From an optimization exercise on the open Yosys and OpenROAD flow, aimed at small area and a short achievable clock period; shortcuts taken in it are not production practice.
RTL that was checked went through simulation tests only; none was proved equivalent to the original.
Power is estimated from default activity; no workload was simulated.

run a:
==> module pst_phy_rx, before the edit <==
module pst_phy_rx (
    input  wire        clk,
    input  wire        rst,            
    input  wire        in_valid,       
    input  wire [65:0] in_data,        
    input  wire        inv_auto,       
    input  wire        restart,        
    input  wire        lockloss_clr,   
    output reg         out_valid,      
    output reg         out_ctrl,       
    output wire [63:0] out_data,       
    output wire        locked,         
    output wire        rx_inv,         
    output wire        inv_event,      
    output reg  [31:0] blkerr,         
    output reg  [15:0] lockloss        
);
    reg  [65:0] prev_word;     
    reg  [6:0]  boundary;      
    reg  [5:0]  hunt_cnt;      
    reg  [63:0] err_hist;      
    reg  [3:0]  err_cnt;       
    reg  [63:0] scr_blk;       
    reg         scr_new;       
    reg  [57:0] scr_state;     
    reg         locked_q;      
    reg         rx_inv_q;      
    reg         inv_pend;      
    reg         inv_cand;      
    reg  [5:0]  inv_run_q;     
    reg  [1:0]  hdr_q;         
    wire [121:0] scr_ext = {scr_blk, scr_state};
    reg  [63:0]  payload;
    integer j;
    always @(*) begin
        for (j = 0; j < 64; j = j + 1)
            payload[j] = scr_ext[58 + j] ^ scr_ext[19 + j] ^ scr_ext[j];
    end
    assign out_data = payload;
    wire [63:0] cpl = ~payload;
    wire is_train   = (cpl[7:0] == 8'h01) && (cpl[15:12] == 4'h0) &&
                      (cpl[63:16] == 48'h3C3C_3C3C_3C3C);
    wire is_losidle = (cpl[7:0] == 8'h02) && (cpl[8] == 1'b0);
    wire is_idle    = (cpl[7:0] == 8'h03) && (cpl[63:8] == 56'd0);
    wire is_cpl     = is_train || is_losidle || is_idle;
    wire fire = inv_cand & is_cpl;
    assign inv_event = fire;
    assign locked    = locked_q & ~fire;
    assign rx_inv    = rx_inv_q | fire;
    wire [5:0] inv_run = !inv_pend ? inv_run_q :
                         (is_cpl && !fire) ? (inv_run_q == 6'd32 ? 6'd32 : inv_run_q + 6'd1) :
                         6'd0;
    wire [65:0]  word    = in_data ^ {66{rx_inv}};
    wire [131:0] window  = {word, prev_word};
    wire [129:0] st7 = window[131:2];
    wire [129:0] st6;
    wire [97:0]  st5;
    wire [81:0]  st4;
    wire [73:0]  st3;
    wire [69:0]  st2;
    wire [67:0]  st1;
    wire [66:0]  sh;
    genvar g;
    generate
        for (g = 0; g < 130; g = g + 1) begin : g_st6
            if (g <= 65)      assign st6[g] = boundary[6] ? st7[g + 64] : st7[g];
            else if (g <= 67) assign st6[g] = boundary[6] ? 1'b0 : st7[g];
            else              assign st6[g] = st7[g];
        end
        for (g = 0; g < 98; g = g + 1) begin : g_st5
            assign st5[g] = boundary[5] ? st6[g + 32] : st6[g];
        end
        for (g = 0; g < 82; g = g + 1) begin : g_st4
            assign st4[g] = boundary[4] ? st5[g + 16] : st5[g];
        end
        for (g = 0; g < 74; g = g + 1) begin : g_st3
            assign st3[g] = boundary[3] ? st4[g + 8] : st4[g];
        end
        for (g = 0; g < 70; g = g + 1) begin : g_st2
            assign st2[g] = boundary[2] ? st3[g + 4] : st3[g];
        end
        for (g = 0; g < 68; g = g + 1) begin : g_st1
            assign st1[g] = boundary[1] ? st2[g + 2] : st2[g];
        end
        for (g = 0; g < 67; g = g + 1) begin : g_st0
            assign sh[g] = boundary[0] ? st1[g + 1] : st1[g];
        end
    endgenerate
    wire [63:0]  scrambled = sh[63:0];
    wire         b65 = (boundary == 7'd65);
    wire         h0 = hdr_q[0];
    wire         h1 = b65 ? word[0] : hdr_q[1];
    wire         hdr_valid = h0 ^ h1;
    wire         hdr_data  = h1;           
    wire cut     = in_valid & ~restart;
    wire lk_cut  = cut & locked;
    wire slip    = cut & ~locked & ~hdr_valid;
    wire drop    = lk_cut & ~hdr_valid & (err_cnt == 4'd15) & ~err_hist[63];
    always @(posedge clk) begin
        if (in_valid)
            prev_word[65:2] <= word[65:2];
        scr_blk <= scrambled;
        scr_new <= in_valid;
        if (scr_new)
            scr_state <= scr_blk[63:6];
        out_ctrl <= h0;
        if (cut)
            err_hist <= {err_hist[62:0], ~hdr_valid};
        if (!locked)
            err_cnt <= 4'd0;
        else if (cut)
            err_cnt <= err_cnt + {3'd0, ~hdr_valid} - {3'd0, err_hist[63]};
        if (rst) begin
            prev_word[1:0] <= 2'd0;
            hdr_q     <= 2'd0;
            boundary  <= 7'd0;
            hunt_cnt  <= 6'd0;
            out_valid <= 1'b0;
            locked_q  <= 1'b0;
            rx_inv_q  <= 1'b0;
            inv_pend  <= 1'b0;
            inv_cand  <= 1'b0;
            inv_run_q <= 6'd0;
            blkerr    <= 32'd0;
            lockloss  <= 16'd0;
        end else begin
            if (in_valid) begin
                prev_word[1:0] <= word[1:0];
                if (slip)
                    hdr_q <= b65 ? word[1:0] : sh[66:65];
                else
                    hdr_q <= sh[65:64];
            end
            out_valid <= lk_cut & hdr_valid;
            inv_pend  <= lk_cut & hdr_valid & hdr_data & ~drop;
            inv_cand  <= lk_cut & hdr_valid & hdr_data & ~drop & inv_auto &
                         (inv_run[5] | (&inv_run[4:0]));
            rx_inv_q  <= rx_inv & ~restart;
            locked_q  <= locked;
            inv_run_q <= inv_run;
            if (lockloss_clr)
                lockloss <= 16'd0;
            if (lk_cut & ~hdr_valid)
                blkerr <= blkerr + 32'd1;
            if (drop && (lockloss != 16'hFFFF || lockloss_clr))
                lockloss <= lockloss_clr ? 16'd1 : lockloss + 16'd1;
            if (restart) begin
                locked_q  <= 1'b0;
                hunt_cnt  <= 6'd0;
                inv_run_q <= 6'd0;
            end else if (in_valid) begin
                if (!locked) begin
                    if (hdr_valid) begin
                        hunt_cnt <= hunt_cnt + 6'd1;
                        if (hunt_cnt == 6'd63)
                            locked_q <= 1'b1;
                    end else begin
                        hunt_cnt <= 6'd0;
                        boundary <= (boundary == 7'd65) ? 7'd0 : boundary + 7'd1;
                    end
                    inv_run_q <= 6'd0;
                end else begin
                    if (drop)
                        locked_q <= 1'b0;
                    if (!(hdr_valid & hdr_data) | drop)
                        inv_run_q <= 6'd0;
                end
            end
        end
    end
endmodule
make LEC_CHECK=0 CAP_MARGIN=20 CORE_MARGIN=2 CORE_UTILIZATION=40 PLACE_DENSITY=0.6 SLEW_MARGIN=20 finish   # period 13.0 ns
run.sh (not shown) runs the stock make flow with config.mk's settings and CLKGATE_MAP_FILE= SYNTH_SCRIPT=/design/flow/synth_recipe.tcl, a recipe that flattens the netlist after the stock synthesis.
--- input diff run a..run b ---
diff --git a/flow/design.v b/flow/design.v
--- a/flow/design.v
+++ b/flow/design.v
@@ -27,9 +27,8 @@
     reg         rx_inv_q;      
     reg         inv_pend;      
     reg         inv_cand;      
     reg  [5:0]  inv_run_q;     
-    reg  [1:0]  hdr_q;         
     wire [121:0] scr_ext = {scr_blk, scr_state};
     reg  [63:0]  payload;
     integer j;
     always @(*) begin
@@ -51,51 +50,17 @@
                          (is_cpl && !fire) ? (inv_run_q == 6'd32 ? 6'd32 : inv_run_q + 6'd1) :
                          6'd0;
     wire [65:0]  word    = in_data ^ {66{rx_inv}};
     wire [131:0] window  = {word, prev_word};
-    wire [129:0] st7 = window[131:2];
-    wire [129:0] st6;
-    wire [97:0]  st5;
-    wire [81:0]  st4;
-    wire [73:0]  st3;
-    wire [69:0]  st2;
-    wire [67:0]  st1;
-    wire [66:0]  sh;
-    genvar g;
-    generate
-        for (g = 0; g < 130; g = g + 1) begin : g_st6
-            if (g <= 65)      assign st6[g] = boundary[6] ? st7[g + 64] : st7[g];
-            else if (g <= 67) assign st6[g] = boundary[6] ? 1'b0 : st7[g];
-            else              assign st6[g] = st7[g];
-        end
-        for (g = 0; g < 98; g = g + 1) begin : g_st5
-            assign st5[g] = boundary[5] ? st6[g + 32] : st6[g];
-        end
-        for (g = 0; g < 82; g = g + 1) begin : g_st4
-            assign st4[g] = boundary[4] ? st5[g + 16] : st5[g];
-        end
-        for (g = 0; g < 74; g = g + 1) begin : g_st3
-            assign st3[g] = boundary[3] ? st4[g + 8] : st4[g];
-        end
-        for (g = 0; g < 70; g = g + 1) begin : g_st2
-            assign st2[g] = boundary[2] ? st3[g + 4] : st3[g];
-        end
-        for (g = 0; g < 68; g = g + 1) begin : g_st1
-            assign st1[g] = boundary[1] ? st2[g + 2] : st2[g];
-        end
-        for (g = 0; g < 67; g = g + 1) begin : g_st0
-            assign sh[g] = boundary[0] ? st1[g + 1] : st1[g];
-        end
-    endgenerate
-    wire [63:0]  scrambled = sh[63:0];
-    wire         b65 = (boundary == 7'd65);
-    wire         h0 = hdr_q[0];
-    wire         h1 = b65 ? word[0] : hdr_q[1];
+    wire [131:0] shifted = window >> boundary;
+    wire [63:0]  scrambled = shifted[65:2];
+    wire         h0 = prev_word[boundary];
+    wire [66:0]  pw1 = {1'b0, prev_word} >> boundary;
+    wire         h1 = (boundary == 7'd65) ? word[0] : pw1[1];
     wire         hdr_valid = h0 ^ h1;
     wire         hdr_data  = h1;           
     wire cut     = in_valid & ~restart;
     wire lk_cut  = cut & locked;
-    wire slip    = cut & ~locked & ~hdr_valid;
     wire drop    = lk_cut & ~hdr_valid & (err_cnt == 4'd15) & ~err_hist[63];
     always @(posedge clk) begin
         if (in_valid)
             prev_word[65:2] <= word[65:2];
@@ -111,9 +76,8 @@
         else if (cut)
             err_cnt <= err_cnt + {3'd0, ~hdr_valid} - {3'd0, err_hist[63]};
         if (rst) begin
             prev_word[1:0] <= 2'd0;
-            hdr_q     <= 2'd0;
             boundary  <= 7'd0;
             hunt_cnt  <= 6'd0;
             out_valid <= 1'b0;
             locked_q  <= 1'b0;
@@ -123,15 +87,10 @@
             inv_run_q <= 6'd0;
             blkerr    <= 32'd0;
             lockloss  <= 16'd0;
         end else begin
-            if (in_valid) begin
+            if (in_valid)
                 prev_word[1:0] <= word[1:0];
-                if (slip)
-                    hdr_q <= b65 ? word[1:0] : sh[66:65];
-                else
-                    hdr_q <= sh[65:64];
-            end
             out_valid <= lk_cut & hdr_valid;
             inv_pend  <= lk_cut & hdr_valid & hdr_data & ~drop;
             inv_cand  <= lk_cut & hdr_valid & hdr_data & ~drop & inv_auto &
                          (inv_run[5] | (&inv_run[4:0]));
Findings:
- For the total cell area at the placement stage, run b came in 7.0% higher than run a did.
- Run b vs run a: global-route wire length before repair up
- Compared with run a, placement density in the core of run b is lower.
- Relative to run a, worst-case headroom to the max-slew limit increased by 1.1 points in run b.
- On portion of the clock cycle consumed by the worst path in the final layout: run b sits below run a.
- Run b against run a: summed instance area of the synthesized netlist grew by 8.3%; worst setup slack grew by 0.56 ns; die footprint grew by about 8%; number of buffers and inverters on the critical path grew by 1; multi-input combinational cell count grew by 6.8%.
- Diff run a -> run b | number of nets in the layout | up by a few percent
- Comparing the two runs side by side, run b comes out behind run a on final area.
No functional check of the RTL was part of any run of this note.

========
Another version of the RTL of pst_rx (not shown whole).
For scale: ~480 flip-flops, ~290 I/O pins, about 28000 sq um of cells after synthesis.
// pst_rx
module pst_rx (
    input  wire        clk,
    input  wire        rst,            
    input  wire        in_valid,       
    input  wire [65:0] in_data,        
    input  wire        inv_auto,       
    input  wire        restart,        
    input  wire        lockloss_clr,   
    output wire        blk_valid,
    output wire        blk_ctrl,
    output wire [63:0] blk_data,
    output wire        locked,
    output wire        rx_inv,
    output wire        inv_event,
    output wire [31:0] blkerr,
    output wire [15:0] lockloss,
    output wire        fr_sof,
    output wire        fr_valid,
    output wire [63:0] fr_data,
    output wire        fr_end,
    output wire        fr_good,
    output wire [15:0] frame_ok,
    output wire [15:0] frame_err
);
==> module pst_phy_rx, before the edit <==
module pst_phy_rx (
    input  wire        clk,
    input  wire        rst,            
    input  wire        in_valid,       
    input  wire [65:0] in_data,        
    input  wire        inv_auto,       
    input  wire        restart,        
    input  wire        lockloss_clr,   
    output reg         out_valid,      
    output reg         out_ctrl,       
    output reg  [63:0] out_data,       
    output wire        locked,         
    output wire        rx_inv,         
    output wire        inv_event,      
    output reg  [31:0] blkerr,         
    output reg  [15:0] lockloss        
);
    reg  [65:0] prev_word;     
    reg  [6:0]  boundary;      
    reg  [5:0]  hunt_cnt;      
    reg  [63:0] err_hist;      
    reg  [3:0]  err_cnt;       
    reg  [57:0] scr_state;     
    reg         locked_q;      
    reg         rx_inv_q;      
    reg         inv_pend;      
    reg         inv_cand;      
    reg  [5:0]  inv_run_q;     
    reg  [1:0]  hdr_q;         
    reg         hdr_inv;       
    wire [63:0] cpl = ~out_data;
    wire is_train   = (cpl[7:0] == 8'h01) && (cpl[15:12] == 4'h0) &&
                      (cpl[63:16] == 48'h3C3C_3C3C_3C3C);
    wire is_losidle = (cpl[7:0] == 8'h02) && (cpl[8] == 1'b0);
    wire is_idle    = (cpl[7:0] == 8'h03) && (cpl[63:8] == 56'd0);
    wire is_cpl     = is_train || is_losidle || is_idle;
    wire fire = inv_cand & is_cpl;
    assign inv_event = fire;
    assign locked    = locked_q & ~fire;
    assign rx_inv    = rx_inv_q | fire;
    wire [5:0] inv_run = !inv_pend ? inv_run_q :
                         (is_cpl && !fire) ? (inv_run_q == 6'd32 ? 6'd32 : inv_run_q + 6'd1) :
                         6'd0;
    wire [65:0]  word    = in_data ^ {66{rx_inv_q}};
    wire [131:0] window  = {word, prev_word};
    wire [129:0] st7 = window[131:2];
    wire [129:0] st6;
    wire [97:0]  st5;
    wire [81:0]  st4;
    wire [73:0]  st3;
    wire [69:0]  st2;
    wire [67:0]  st1;
    wire [66:0]  sh;
    genvar g;
    generate
        for (g = 0; g < 130; g = g + 1) begin : g_st6
            if (g <= 65)      assign st6[g] = boundary[6] ? st7[g + 64] : st7[g];
            else if (g <= 67) assign st6[g] = boundary[6] ? 1'b0 : st7[g];
            else              assign st6[g] = st7[g];
        end
        for (g = 0; g < 98; g = g + 1) begin : g_st5
            assign st5[g] = boundary[5] ? st6[g + 32] : st6[g];
        end
        for (g = 0; g < 82; g = g + 1) begin : g_st4
            assign st4[g] = boundary[4] ? st5[g + 16] : st5[g];
        end
        for (g = 0; g < 74; g = g + 1) begin : g_st3
            assign st3[g] = boundary[3] ? st4[g + 8] : st4[g];
        end
        for (g = 0; g < 70; g = g + 1) begin : g_st2
            assign st2[g] = boundary[2] ? st3[g + 4] : st3[g];
        end
        for (g = 0; g < 68; g = g + 1) begin : g_st1
            assign st1[g] = boundary[1] ? st2[g + 2] : st2[g];
        end
        for (g = 0; g < 67; g = g + 1) begin : g_st0
            assign sh[g] = boundary[0] ? st1[g + 1] : st1[g];
        end
    endgenerate
    wire [63:0]  scrambled = sh[63:0];
    wire [121:0] scr_ext = {scrambled, scr_state};
    reg  [63:0]  payload;
    integer j;
    always @(*) begin
        for (j = 0; j < 64; j = j + 1)
            payload[j] = scr_ext[58 + j] ^ scr_ext[19 + j] ^ scr_ext[j];
    end
    wire         b65 = (boundary == 7'd65);
    wire         h0 = hdr_q[0] ^ hdr_inv;
    wire         h1 = b65 ? (in_data[0] ^ rx_inv) : (hdr_q[1] ^ hdr_inv);
    wire         hdr_valid = h0 ^ h1;
    wire         hdr_data  = h1;           
    wire cut     = in_valid & ~restart;
    wire lk_cut  = cut & locked;
    wire slip    = cut & ~locked & ~hdr_valid;
    wire drop    = lk_cut & ~hdr_valid & (err_cnt == 4'd15) & ~err_hist[63];
    always @(posedge clk) begin
        if (in_valid)
            prev_word[65:2] <= word[65:2];
        out_data <= payload;
        if (in_valid)
            scr_state <= scrambled[63:6];
        out_ctrl <= h0;
        if (cut)
            err_hist <= {err_hist[62:0], ~hdr_valid};
        if (!locked)
            err_cnt <= 4'd0;
        else if (cut)
            err_cnt <= err_cnt + {3'd0, ~hdr_valid} - {3'd0, err_hist[63]};
        if (rst) begin
            prev_word[1:0] <= 2'd0;
            hdr_q     <= 2'd0;
            hdr_inv   <= 1'b0;
            boundary  <= 7'd0;
            hunt_cnt  <= 6'd0;
            out_valid <= 1'b0;
            locked_q  <= 1'b0;
            rx_inv_q  <= 1'b0;
            inv_pend  <= 1'b0;
            inv_cand  <= 1'b0;
            inv_run_q <= 6'd0;
            blkerr    <= 32'd0;
            lockloss  <= 16'd0;
        end else begin
            if (in_valid) begin
                prev_word[1:0] <= word[1:0];
                hdr_inv <= inv_event & ~rx_inv_q;
                if (slip)
                    hdr_q <= b65 ? word[1:0] : sh[66:65];
                else
                    hdr_q <= sh[65:64];
            end
            out_valid <= lk_cut & hdr_valid;
            inv_pend  <= lk_cut & hdr_valid & hdr_data & ~drop;
            inv_cand  <= lk_cut & hdr_valid & hdr_data & ~drop & inv_auto &
                         (inv_run[5] | (&inv_run[4:0]));
            rx_inv_q  <= rx_inv & ~restart;
            locked_q  <= locked;
            inv_run_q <= inv_run;
            if (lockloss_clr)
                lockloss <= 16'd0;
            if (lk_cut & ~hdr_valid)
                blkerr <= blkerr + 32'd1;
            if (drop && (lockloss != 16'hFFFF || lockloss_clr))
                lockloss <= lockloss_clr ? 16'd1 : lockloss + 16'd1;
            if (restart) begin
                locked_q  <= 1'b0;
                hunt_cnt  <= 6'd0;
                inv_run_q <= 6'd0;
            end else if (in_valid) begin
                if (!locked) begin
                    if (hdr_valid) begin
                        hunt_cnt <= hunt_cnt + 6'd1;
                        if (hunt_cnt == 6'd63)
                            locked_q <= 1'b1;
                    end else begin
                        hunt_cnt <= 6'd0;
                        boundary <= (boundary == 7'd65) ? 7'd0 : boundary + 7'd1;
                    end
                    inv_run_q <= 6'd0;
                end else begin
                    if (drop)
                        locked_q <= 1'b0;
                    if (!(hdr_valid & hdr_data) | drop)
                        inv_run_q <= 6'd0;
                end
            end
        end
    end
endmodule
Settings: LEC_CHECK=0, CAP_MARGIN=20, CORE_MARGIN=2, CORE_UTILIZATION=40, PLACE_DENSITY=0.6, SLEW_MARGIN=20; clock period 13.0 ns.
standard.sh (not shown) runs the stock make flow with config.mk's settings and CLKGATE_MAP_FILE= SYNTH_SCRIPT=/design/flow/synth_recipe.tcl, a recipe that flattens the netlist after the stock synthesis.
==> flow/flow/run.sh <==
#!/bin/bash
# The standard ORFS layout (standard.sh, the standard flow's SDC and config), with:
# - synthesis by flow/lean_synth.tcl: the standard flow's synthesis script with an
#   area-oriented ABC mapping script (flow/lean.abc); same flip-flops/names;
set -euo pipefail
W=$(pwd)
export LEAN_ABC_SCRIPT="$W/flow/lean.abc"
mapfile -t ARGS < <(grep -v '^#' flow/make_args.txt | sed '/^$/d')
bash standard.sh "SYNTH_SCRIPT=$W/flow/lean_synth.tcl" "${ARGS[@]}" finish > standard_flow.log 2>&1
==> flow/flow/lean.abc <==
&get -n
&st
&dch
&nf
&put
topo
stime -c
==> flow/flow/lean_synth.tcl <==
# The standard flow's synthesis script (synth_recipe.tcl) with one change: ABC maps the
# logic with flow/lean.abc (area-oriented mapping, no buffering or upsizing)
# instead of ORFS's speed script; the layout's timing repair sizes the gates.
# Flip-flops, yosys synth -nofsm -noshare, flattening and renaming as the standard flow's.
proc synth {args} { yosys synth -nofsm -noshare {*}$args }
proc abc {args} {
  set i [lsearch -exact $args -script]
  if {$i >= 0} { set args [lreplace $args [expr {$i+1}] [expr {$i+1}] $::env(LEAN_ABC_SCRIPT)] }
  yosys abc {*}$args
}
source $::env(SCRIPTS_DIR)/synth.tcl
# left out here: clear keep_hierarchy, flatten, clean up, hide names made inside functions, write 1_2_yosys.v
==> flow/flow/make_args.txt <==
SETUP_SLACK_MARGIN=8.3
TNS_END_PERCENT=0
BUFFER_PORTS_ARGS=-buffer_cell sky130_fd_sc_hd__buf_1
Edit:
--- a/flow/design.v
+++ b/flow/design.v
@@ -28,5 +28,4 @@
     reg  [5:0]  inv_run_q;     
     reg  [1:0]  hdr_q;         
-    reg         hdr_inv;       
     wire [63:0] cpl = ~out_data;
     wire is_train   = (cpl[7:0] == 8'h01) && (cpl[15:12] == 4'h0) &&
@@ -42,5 +41,5 @@
                          (is_cpl && !fire) ? (inv_run_q == 6'd32 ? 6'd32 : inv_run_q + 6'd1) :
                          6'd0;
-    wire [65:0]  word    = in_data ^ {66{rx_inv_q}};
+    wire [65:0]  word    = in_data ^ {66{rx_inv}};
     wire [131:0] window  = {word, prev_word};
     wire [129:0] st7 = window[131:2];
@@ -87,6 +86,6 @@
     end
     wire         b65 = (boundary == 7'd65);
-    wire         h0 = hdr_q[0] ^ hdr_inv;
-    wire         h1 = b65 ? (in_data[0] ^ rx_inv) : (hdr_q[1] ^ hdr_inv);
+    wire         h0 = hdr_q[0];
+    wire         h1 = b65 ? word[0] : hdr_q[1];
     wire         hdr_valid = h0 ^ h1;
     wire         hdr_data  = h1;           
@@ -111,5 +110,4 @@
             prev_word[1:0] <= 2'd0;
             hdr_q     <= 2'd0;
-            hdr_inv   <= 1'b0;
             boundary  <= 7'd0;
             hunt_cnt  <= 6'd0;
@@ -125,5 +123,4 @@
             if (in_valid) begin
                 prev_word[1:0] <= word[1:0];
-                hdr_inv <= inv_event & ~rx_inv_q;
                 if (slip)
                     hdr_q <= b65 ? word[1:0] : sh[66:65];
Effect:
- power increases by about 17%
- global-route usage increases by 0.44 points
- die area increases by about 0.5%
- core utilization increases by 0.65 points
- via count increases by 0.58%
- routed wire length increases by 2.0%
No functional check of the RTL was part of the second run of this note.

afterwards: timing with drivers on the ports:
How much do the figures lean on ideal ports? The routed layouts below were timed once more, with nothing changed but the port constraints. Step 1: set_driving_cell puts a clkbuf_16 on clk and a buf_2 on each other input, an assumption about the parent block. Step 2, shift: input delay + t, output delay - t, t = (earliest + latest rising clock arrival at the registers) / 2. This alone moves slack from input paths to output paths. a / b / c = ideal / step 1 / step 2; a / b = the first two.
run	t, ns	setup slack, ns	worst hold slack (ns)	clock arrival spread, ns	worst register clock-pin slew, ns
run a	0.688	5.394 / 5.329 / 6.017	0.396 / 0.396 / 0.396	0.036 / 0.035	0.07 / 0.07
run b	0.691	5.952 / 5.887 / 6.348	0.403 / 0.403 / 0.403	0.051 / 0.051	0.07 / 0.07
the first run of note 2	0.679	7.776 / 7.708 / 7.202	0.416 / 0.416 / 0.416	0.028 / 0.029	0.06 / 0.06
the second run of note 2	0.690	7.844 / 7.775 / 7.294	0.409 / 0.409 / 0.409	0.038 / 0.038	0.06 / 0.06
After both steps setup and hold are still met in every run listed. For the first run of note 2, which loses most, drivers alone change the setup slack by -0.068 ns; drivers and shift together by -0.574 ns.
